Background: an optimization exercise with open tools, aiming at small area, a short achievable clock period and few clock cycles per item. Do not read the settings as production practice.
Where RTL was checked, it was by simulation tests only, not by an equivalence proof against the original.

== S ==
==> flow/design.v (excerpt) <==
module tau_arith (
    input  wire        clk,
    input  wire        rst,           
    input  wire        in_valid,
    output wire        in_ready,
    input  wire        in_fn,         
    input  wire [63:0] in_a,
    input  wire [63:0] in_b,
    output reg         out_valid,
    output reg  [63:0] out_result,
    output reg         out_range
);
Settings: LEC_CHECK=0, CAP_MARGIN=20, CORE_MARGIN=2, CORE_UTILIZATION=40, SLEW_MARGIN=20; clock period 14.0 ns.
run.sh (not shown) runs the stock make flow with config.mk's settings and CLKGATE_MAP_FILE= SYNTH_SCRIPT=/design/flow/synth_recipe.tcl, a recipe that flattens the netlist after the stock synthesis.
Testbench counts of S, summed over its fixed seeds: cycles 40,239, items 16,000.
Modified inputs, T compared to S
==> flow/flow/run.sh (new file) <==
#!/bin/bash
# The standard layout, with repair_timing asked for more setup slack than the
# clock period needs, so that it sizes the critical paths up.
set -euo pipefail
bash standard.sh SETUP_SLACK_MARGIN=7 finish > standard_make.log 2>&1
==> flow/standard.sh (new file) <==
#!/bin/bash
# synth_recipe.tcl (not shown) runs the flow's synth.tcl, then flattens the netlist and writes it again
# the make line also repeats each setting of config.mk as NAME=value (left out here)
make -C /OpenROAD-flow-scripts/flow DESIGN_CONFIG=/design/flow/config.mk WORK_HOME=/design/flow/orfs CLKGATE_MAP_FILE= SYNTH_SCRIPT=/design/flow/synth_recipe.tcl "${@:-finish}"
removed: flow/run.sh
## What came out
S and T all finish clean. T reports a higher wire length of the first global-routing pass than S does. T has post-route clock period utilization below what S had. Vias: T more than S. Per the comparison of T with S, worst reg-to-reg path cell count shows a reduction of 5. From S to T the numbers moved as follows: wire length picked up an extra about 0.53%, final cell count picked up an extra 50, maximum clock frequency picked up an extra about 9%, fraction of the mapped netlist area in compound gates neither gained nor lost much, async set-reset flop share out of synthesis neither gained nor lost much.

========
Another version of the RTL of tau_arith (not shown whole).
Size: ~3,500 cells after synthesis, about 200 I/O pins, ~33,000 um2 of cells after synthesis.
clock: 14.0 ns
lec_check: 0
cap_margin: 20
core_margin: 2
core_utilization: 40
slew_margin: 20
standard.sh (not shown) runs the stock make flow with config.mk's settings and CLKGATE_MAP_FILE= SYNTH_SCRIPT=/design/flow/synth_recipe.tcl, a recipe that flattens the netlist after the stock synthesis.
==> flow/flow/run.sh <==
#!/bin/bash
# The standard layout, with repair_timing asked for more setup slack than the
# clock period needs (so that it sizes the critical paths up), and the port
# buffers made with sky130_fd_sc_hd__buf_2.
set -euo pipefail
bash standard.sh SETUP_SLACK_MARGIN=8 "BUFFER_PORTS_ARGS=-buffer_cell sky130_fd_sc_hd__buf_2" finish > standard_make.log 2>&1
The baseline finished clean.
Next try:
--- a/flow/flow/run.sh
+++ b/flow/flow/run.sh
@@ -5,2 +5,2 @@
 set -euo pipefail
-bash standard.sh SETUP_SLACK_MARGIN=8 "BUFFER_PORTS_ARGS=-buffer_cell sky130_fd_sc_hd__buf_2" finish > standard_make.log 2>&1
+bash standard.sh SETUP_SLACK_MARGIN=9 "BUFFER_PORTS_ARGS=-buffer_cell sky130_fd_sc_hd__buf_2" finish > standard_make.log 2>&1
Final area rises by 4.9%.
Global-route usage rises by 0.70 points.
First-iteration DRC count falls by 1.6%.
Synthesized area stays the same.
Register-to-register slack improves by 0.23 ns.
Routed wire length rises by about 2.8%.
Clock skew rises by 0.011 ns.
Clock-buffer cell count falls by 12.
Setup slack improves by 0.23 ns.
Cell count rises by about 1.5%.
Next try:
--- a/flow/flow/run.sh
+++ b/flow/flow/run.sh
@@ -5,2 +5,2 @@
 set -euo pipefail
-bash standard.sh SETUP_SLACK_MARGIN=9 "BUFFER_PORTS_ARGS=-buffer_cell sky130_fd_sc_hd__buf_2" finish > standard_make.log 2>&1
+bash standard.sh SETUP_SLACK_MARGIN=10 "BUFFER_PORTS_ARGS=-buffer_cell sky130_fd_sc_hd__buf_2" finish > standard_make.log 2>&1
After rerunning: The changed run passed the timing, design-rule and antenna checks. Cell area rose by a few percent. Area after synthesis stays the same. Die area is unchanged. Clock-buffer cell count rose by 12. Clock skew rose by 0.016 ns.
No functional check of the RTL was part of any run of this note.

## afterwards: timing with drivers on the ports
The flow's constraints put no driver on any port. The routed layouts listed below were extracted and timed again, unchanged, in two steps. Step 1 sets driving cells, clkbuf_16 on the clock port and buf_2 on the other inputs (assumed; they add their load-dependent delay and slew). Step 2 moves the port delays by t, midway between the first and last clock arrival at a register: inputs arrive t later, outputs are due t later. That takes back most of the time a late clock gives input paths. a / b / c = ideal ports / drivers / drivers and shift; a / b = the first two.
run	t (ns)	setup WS [ns]	clock arrival spread, ns
S	0.646	6.508 / 6.508 / 6.508	0.018 / 0.018
T	0.647	7.146 / 7.146 / 6.968	0.016 / 0.017
the first run of note 2	0.663	8.192 / 8.192 / 7.671	0.031 / 0.031
the second run of note 2	0.648	8.422 / 8.422 / 8.422	0.038 / 0.038
the third run of note 2	0.664	8.465 / 8.465 / 8.465	0.055 / 0.055
After both steps every run listed still meets setup and hold. The setup slack of the first run of note 2, which loses most, moves by 0.000 ns with the drivers and by -0.521 ns with both steps.
